From an optimization exercise on the open Yosys and OpenROAD flow, aimed at small area and a short achievable clock period; shortcuts taken in it are not production practice.
Function was checked by simulation only, so behaviour that the tests miss may differ from the original.
No activity file was given, so power comes from the tool's default toggle rates.

==> flow/design.v (excerpt) <==
module ae3240_ic (
    input  wire        clk,
    input  wire        rst,           
    input  wire [63:0] src_line,      
    input  wire        tick_us,       
    input  wire [4:0]  core_wfi,      
    input  wire [4:0]  core_entry,    
    input  wire        bus_en,
    input  wire        bus_we,
    input  wire [15:0] bus_addr,      
    input  wire [31:0] bus_wdata,
    output reg  [31:0] bus_rdata,
    output reg  [4:0]  irq,
    output reg  [4:0]  stk_fault
);
clock: 17.0 ns
lec_check: 0
cap_margin: 35
core_margin: 2
core_utilization: 30
place_density: 0.45
setup_slack_margin: 5
slew_margin: 35
tns_end_percent: 0
standard.sh (not shown) runs the stock make flow with config.mk's settings and CLKGATE_MAP_FILE= SYNTH_SCRIPT=/design/flow/synth_recipe.tcl, a recipe that flattens the netlist after the stock synthesis.
==> flow/flow/run.sh <==
#!/bin/bash
set -euo pipefail
MARGIN=10
R=orfs/results/${FLOW_PLATFORM:-sky130hd}/ae3240_ic/base
YOSYS=$(command -v yosys || echo "$FLOW_HOME/../tools/install/yosys/bin/yosys")

bash standard.sh synth > synth.log 2>&1
cp "$R/1_2_yosys.v" std_synth.v

regs() { grep -oE '^\s*sky130_fd_sc_hd__(s?e?df|dl)[a-z0-9_]* +\S+' "$1" | sed -E 's/_[0-9]+ +/ /; s/^\s*//' | sort; }
if REMAP_IN=std_synth.v REMAP_OUT=remap_synth.v \
   REMAP_LIB="$FLOW_HOME/platforms/sky130hd/lib/sky130_fd_sc_hd__tt_025C_1v80.lib" \
   "$YOSYS" -c flow/remap.tcl > remap.log 2>&1 \
   && [ -s remap_synth.v ] && cmp -s <(regs std_synth.v) <(regs remap_synth.v); then
  echo "remap: registers match, using the remapped netlist" >> remap.log
  cp remap_synth.v "$R/1_2_yosys.v"
  rm -f "$R/1_synth.odb" "$R/1_synth.sdc"
else
  echo "remap: not used" >> remap.log
fi

bash standard.sh SETUP_SLACK_MARGIN=$MARGIN finish > layout.log 2>&1
Other scripts of this flow, unchanged in this note and not shown: flow/flow/remap.tcl
The starting point completed with no timing, DRC or antenna violations.
Rerun with:
CORE_UTILIZATION = 40   (was 30)
CTS_BUF_LIST = sky130_fd_sc_hd__clkbuf_16   (was unset)
CTS_CLUSTER_DIAMETER = 80   (was unset)
CTS_CLUSTER_SIZE = 24   (was unset)
PLACE_DENSITY = 0.6   (was 0.45)
=>
- worst hold slack is better by 0.021 ns
- sequential cell count is unchanged
- design area is lower by 5.7%
- count of clock-buffer cells in the layout decreases by 217
- routed wire length goes down by 6.2%
- combinational power decreases by about 4%
Rerun with:
--- a/flow/flow/run.sh
+++ b/flow/flow/run.sh
@@ -21,2 +21,13 @@
 
-bash standard.sh SETUP_SLACK_MARGIN=$MARGIN finish > layout.log 2>&1
+# The delay cells dlygate and dlymetal are kept out of the layout, so that
+# sizing never puts one on a path from a port. The rest of the don't-use list
+# is the platform's own.
+PLATFORM_DONT_USE=$(sed -n '/^export DONT_USE_CELLS/,/^#/p' "$FLOW_HOME/platforms/sky130hd/config.mk" \
+  | grep -o 'sky130_fd_sc_hd__[a-z0-9_]*' | tr '\n' ' ')
+DELAY_CELLS="sky130_fd_sc_hd__dlygate4sd1_1 sky130_fd_sc_hd__dlygate4sd2_1 sky130_fd_sc_hd__dlygate4sd3_1
+  sky130_fd_sc_hd__dlymetal6s2s_1 sky130_fd_sc_hd__dlymetal6s4s_1 sky130_fd_sc_hd__dlymetal6s6s_1"
+echo "don't use: $PLATFORM_DONT_USE $DELAY_CELLS" > dont_use.log
+
+bash standard.sh SETUP_SLACK_MARGIN=$MARGIN \
+  "DONT_USE_CELLS=$(echo $PLATFORM_DONT_USE $DELAY_CELLS)" \
+  finish > layout.log 2>&1
After rerunning: The changed run ran to the end with no violations. Total power shrinks slightly. Combinational power shrinks by a few percent. Cell count shrinks slightly. Die area does not change. Worst setup slack degrades by 0.11 ns.
Rerun with:
--- a/flow/flow/run.sh
+++ b/flow/flow/run.sh
@@ -21,13 +21,2 @@
 
-# The delay cells dlygate and dlymetal are kept out of the layout, so that
-# sizing never puts one on a path from a port. The rest of the don't-use list
-# is the platform's own.
-PLATFORM_DONT_USE=$(sed -n '/^export DONT_USE_CELLS/,/^#/p' "$FLOW_HOME/platforms/sky130hd/config.mk" \
-  | grep -o 'sky130_fd_sc_hd__[a-z0-9_]*' | tr '\n' ' ')
-DELAY_CELLS="sky130_fd_sc_hd__dlygate4sd1_1 sky130_fd_sc_hd__dlygate4sd2_1 sky130_fd_sc_hd__dlygate4sd3_1
-  sky130_fd_sc_hd__dlymetal6s2s_1 sky130_fd_sc_hd__dlymetal6s4s_1 sky130_fd_sc_hd__dlymetal6s6s_1"
-echo "don't use: $PLATFORM_DONT_USE $DELAY_CELLS" > dont_use.log
-
-bash standard.sh SETUP_SLACK_MARGIN=$MARGIN \
-  "DONT_USE_CELLS=$(echo $PLATFORM_DONT_USE $DELAY_CELLS)" \
-  finish > layout.log 2>&1
+bash standard.sh SETUP_SLACK_MARGIN=$MARGIN finish > layout.log 2>&1
TNS_END_PERCENT = 5   (was 0)
The changed run completed without violations.
Utilization stays flat.
Wire length came out higher by 4.2%.
Clock-buffer cell count came out higher by 7.
Via count came out higher by 0.86%.


Another version of the RTL of ae3240_ic (not shown whole).
Size: about 14000 cells after synthesis, about 120000 sq um of cells after synthesis.
Settings: LEC_CHECK=0, CAP_MARGIN=35, CORE_MARGIN=2, CORE_UTILIZATION=45, CTS_BUF_LIST=sky130_fd_sc_hd__clkbuf_16, CTS_CLUSTER_DIAMETER=80, CTS_CLUSTER_SIZE=24, PLACE_DENSITY=0.65, SETUP_SLACK_MARGIN=5, SLEW_MARGIN=35, TNS_END_PERCENT=0; clock period 17.0 ns.
==> flow/flow/run.sh <==
#!/bin/bash
set -euo pipefail
MARGIN=10
R=orfs/results/${FLOW_PLATFORM:-sky130hd}/ae3240_ic/base
YOSYS=$(command -v yosys || echo "$FLOW_HOME/../tools/install/yosys/bin/yosys")

bash standard.sh synth > synth.log 2>&1
cp "$R/1_2_yosys.v" std_synth.v

regs() { grep -oE '^\s*sky130_fd_sc_hd__(s?e?df|dl)[a-z0-9_]* +\S+' "$1" | sed -E 's/_[0-9]+ +/ /; s/^\s*//' | sort; }
if REMAP_IN=std_synth.v REMAP_OUT=remap_synth.v \
   REMAP_LIB="$FLOW_HOME/platforms/sky130hd/lib/sky130_fd_sc_hd__tt_025C_1v80.lib" \
   "$YOSYS" -c flow/remap.tcl > remap.log 2>&1 \
   && [ -s remap_synth.v ] && cmp -s <(regs std_synth.v) <(regs remap_synth.v); then
  echo "remap: registers match, using the remapped netlist" >> remap.log
  cp remap_synth.v "$R/1_2_yosys.v"
  rm -f "$R/1_synth.odb" "$R/1_synth.sdc"
else
  echo "remap: not used" >> remap.log
fi

bash standard.sh SETUP_SLACK_MARGIN=$MARGIN finish > layout.log 2>&1
Other scripts of this flow, unchanged in this note and not shown: flow/flow/remap.tcl
Change:
--- a/flow/flow/run.sh
+++ b/flow/flow/run.sh
@@ -21,2 +21,13 @@
 
-bash standard.sh SETUP_SLACK_MARGIN=$MARGIN finish > layout.log 2>&1
+# The delay cells dlygate and dlymetal are kept out of the layout, so that
+# sizing never puts one on a path from a port. The rest of the don't-use list
+# is the platform's own.
+PLATFORM_DONT_USE=$(sed -n '/^export DONT_USE_CELLS/,/^#/p' "$FLOW_HOME/platforms/sky130hd/config.mk" \
+  | grep -o 'sky130_fd_sc_hd__[a-z0-9_]*' | tr '\n' ' ')
+DELAY_CELLS="sky130_fd_sc_hd__dlygate4sd1_1 sky130_fd_sc_hd__dlygate4sd2_1 sky130_fd_sc_hd__dlygate4sd3_1
+  sky130_fd_sc_hd__dlymetal6s2s_1 sky130_fd_sc_hd__dlymetal6s4s_1 sky130_fd_sc_hd__dlymetal6s6s_1"
+echo "don't use: $PLATFORM_DONT_USE $DELAY_CELLS" > dont_use.log
+
+bash standard.sh SETUP_SLACK_MARGIN=$MARGIN \
+  "DONT_USE_CELLS=$(echo $PLATFORM_DONT_USE $DELAY_CELLS)" \
+  finish > layout.log 2>&1
--- a/flow/config.mk
+++ b/flow/config.mk
@@ -9,3 +9,3 @@
 export CORE_MARGIN = 2
-export CORE_UTILIZATION = 45
+export CORE_UTILIZATION = 40
 export CTS_BUF_LIST = sky130_fd_sc_hd__clkbuf_16
@@ -13,3 +13,3 @@
 export CTS_CLUSTER_SIZE = 24
-export PLACE_DENSITY = 0.65
+export PLACE_DENSITY = 0.6
 export SETUP_SLACK_MARGIN = 5
Effect:
- The changed run passed the timing, design-rule and antenna checks
- maximum frequency climbs by a few percent
- wire length grows by a few percent
- total power went up slightly
- flip-flop and latch count is unchanged
- critical path depth went up by 3
- combinational power is higher by a few percent
- sequential share of layout area decreases by 1.2 points
Change:
--- a/flow/flow/run.sh
+++ b/flow/flow/run.sh
@@ -21,13 +21,2 @@
 
-# The delay cells dlygate and dlymetal are kept out of the layout, so that
-# sizing never puts one on a path from a port. The rest of the don't-use list
-# is the platform's own.
-PLATFORM_DONT_USE=$(sed -n '/^export DONT_USE_CELLS/,/^#/p' "$FLOW_HOME/platforms/sky130hd/config.mk" \
-  | grep -o 'sky130_fd_sc_hd__[a-z0-9_]*' | tr '\n' ' ')
-DELAY_CELLS="sky130_fd_sc_hd__dlygate4sd1_1 sky130_fd_sc_hd__dlygate4sd2_1 sky130_fd_sc_hd__dlygate4sd3_1
-  sky130_fd_sc_hd__dlymetal6s2s_1 sky130_fd_sc_hd__dlymetal6s4s_1 sky130_fd_sc_hd__dlymetal6s6s_1"
-echo "don't use: $PLATFORM_DONT_USE $DELAY_CELLS" > dont_use.log
-
-bash standard.sh SETUP_SLACK_MARGIN=$MARGIN \
-  "DONT_USE_CELLS=$(echo $PLATFORM_DONT_USE $DELAY_CELLS)" \
-  finish > layout.log 2>&1
+bash standard.sh SETUP_SLACK_MARGIN=$MARGIN finish > layout.log 2>&1
Synthesized cell count stays the same.
Fmax went up by 0.96%.
Setup slack gains 0.075 ns.
Cell area hardly moves.
Via count barely changes.
Register-to-register slack loses 0.13 ns.
Final cell count hardly moves.


Another version of the RTL of ae3240_ic (not shown whole).
For scale: roughly 130000 µm² of cells after synthesis.
clock: 17.0 ns
lec_check: 0
cap_margin: 35
core_margin: 2
core_utilization: 45
cts_buf_list: sky130_fd_sc_hd__clkbuf_16
cts_cluster_diameter: 80
cts_cluster_size: 24
place_density: 0.65
setup_slack_margin: 5
slew_margin: 35
tns_end_percent: 0
==> flow/flow/run.sh <==
#!/bin/bash
set -euo pipefail
MARGIN=10
R=orfs/results/${FLOW_PLATFORM:-sky130hd}/ae3240_ic/base
YOSYS=$(command -v yosys || echo "$FLOW_HOME/../tools/install/yosys/bin/yosys")

bash standard.sh synth > synth.log 2>&1
cp "$R/1_2_yosys.v" std_synth.v

regs() { grep -oE '^\s*sky130_fd_sc_hd__(s?e?df|dl)[a-z0-9_]* +\S+' "$1" | sed -E 's/_[0-9]+ +/ /; s/^\s*//' | sort; }
if REMAP_IN=std_synth.v REMAP_OUT=remap_synth.v \
   REMAP_LIB="$FLOW_HOME/platforms/sky130hd/lib/sky130_fd_sc_hd__tt_025C_1v80.lib" \
   "$YOSYS" -c flow/remap.tcl > remap.log 2>&1 \
   && [ -s remap_synth.v ] && cmp -s <(regs std_synth.v) <(regs remap_synth.v); then
  echo "remap: registers match, using the remapped netlist" >> remap.log
  cp remap_synth.v "$R/1_2_yosys.v"
  rm -f "$R/1_synth.odb" "$R/1_synth.sdc"
else
  echo "remap: not used" >> remap.log
fi

bash standard.sh SETUP_SLACK_MARGIN=$MARGIN finish > layout.log 2>&1
Other scripts of this flow, unchanged in this note and not shown: flow/flow/remap.tcl
Then changed:
- CORE_UTILIZATION: 45 -> 40
- PLACE_DENSITY: 0.65 -> 0.6
Outcome: Maximum frequency rose slightly; count of clock-buffer cells in the layout rose by 3; cell area rose slightly.

-- static timing again, ports no longer ideal --
In the flow no input, the clock included, has a driving cell. The finished layouts below were timed again as built, in two steps.
Step 1, drivers: a clkbuf_16 drives clk and a buf_2 each remaining input, both assumed.
Step 2 times the ports against the registers' clock, not the clock port: input delays grow and output delays shrink by t, the midpoint of the rising clock arrivals with the driver on.
Slacks: ideal ports / drivers / drivers and shift; pairs: ideal ports / drivers.
run	t (ns)	setup slack, ns	clock arrival spread, ns	worst register clock-pin slew, ns	pins driven straight from the clock port
the first run of note 1	1.069	9.483 / 9.294 / 8.225	0.071 / 0.071	0.07 / 0.07	1
the second run of note 1	1.002	9.357 / 9.070 / 8.067	0.089 / 0.089	0.11 / 0.11	1
the third run of note 1	0.983	9.243 / 9.093 / 8.110	0.114 / 0.114	0.11 / 0.11	1
the fourth run of note 1	0.996	9.226 / 8.976 / 7.979	0.115 / 0.115	0.11 / 0.11	1
the first run of note 2	1.022	8.711 / 8.788 / 7.766	0.110 / 0.111	0.11 / 0.11	1
the second run of note 2	1.035	9.129 / 9.228 / 8.193	0.123 / 0.122	0.11 / 0.11	1
the third run of note 2	1.078	9.203 / 8.915 / 7.837	0.103 / 0.102	0.11 / 0.11	1
the first run of note 3	1.038	9.268 / 9.206 / 8.168	0.088 / 0.088	0.10 / 0.10	1
the second run of note 3	1.038	9.357 / 9.262 / 8.224	0.103 / 0.103	0.11 / 0.11	1
After both steps every run listed still meets setup and hold. The setup slack of the third run of note 2, which loses most, moves by -0.288 ns with the drivers and by -1.366 ns with both steps.
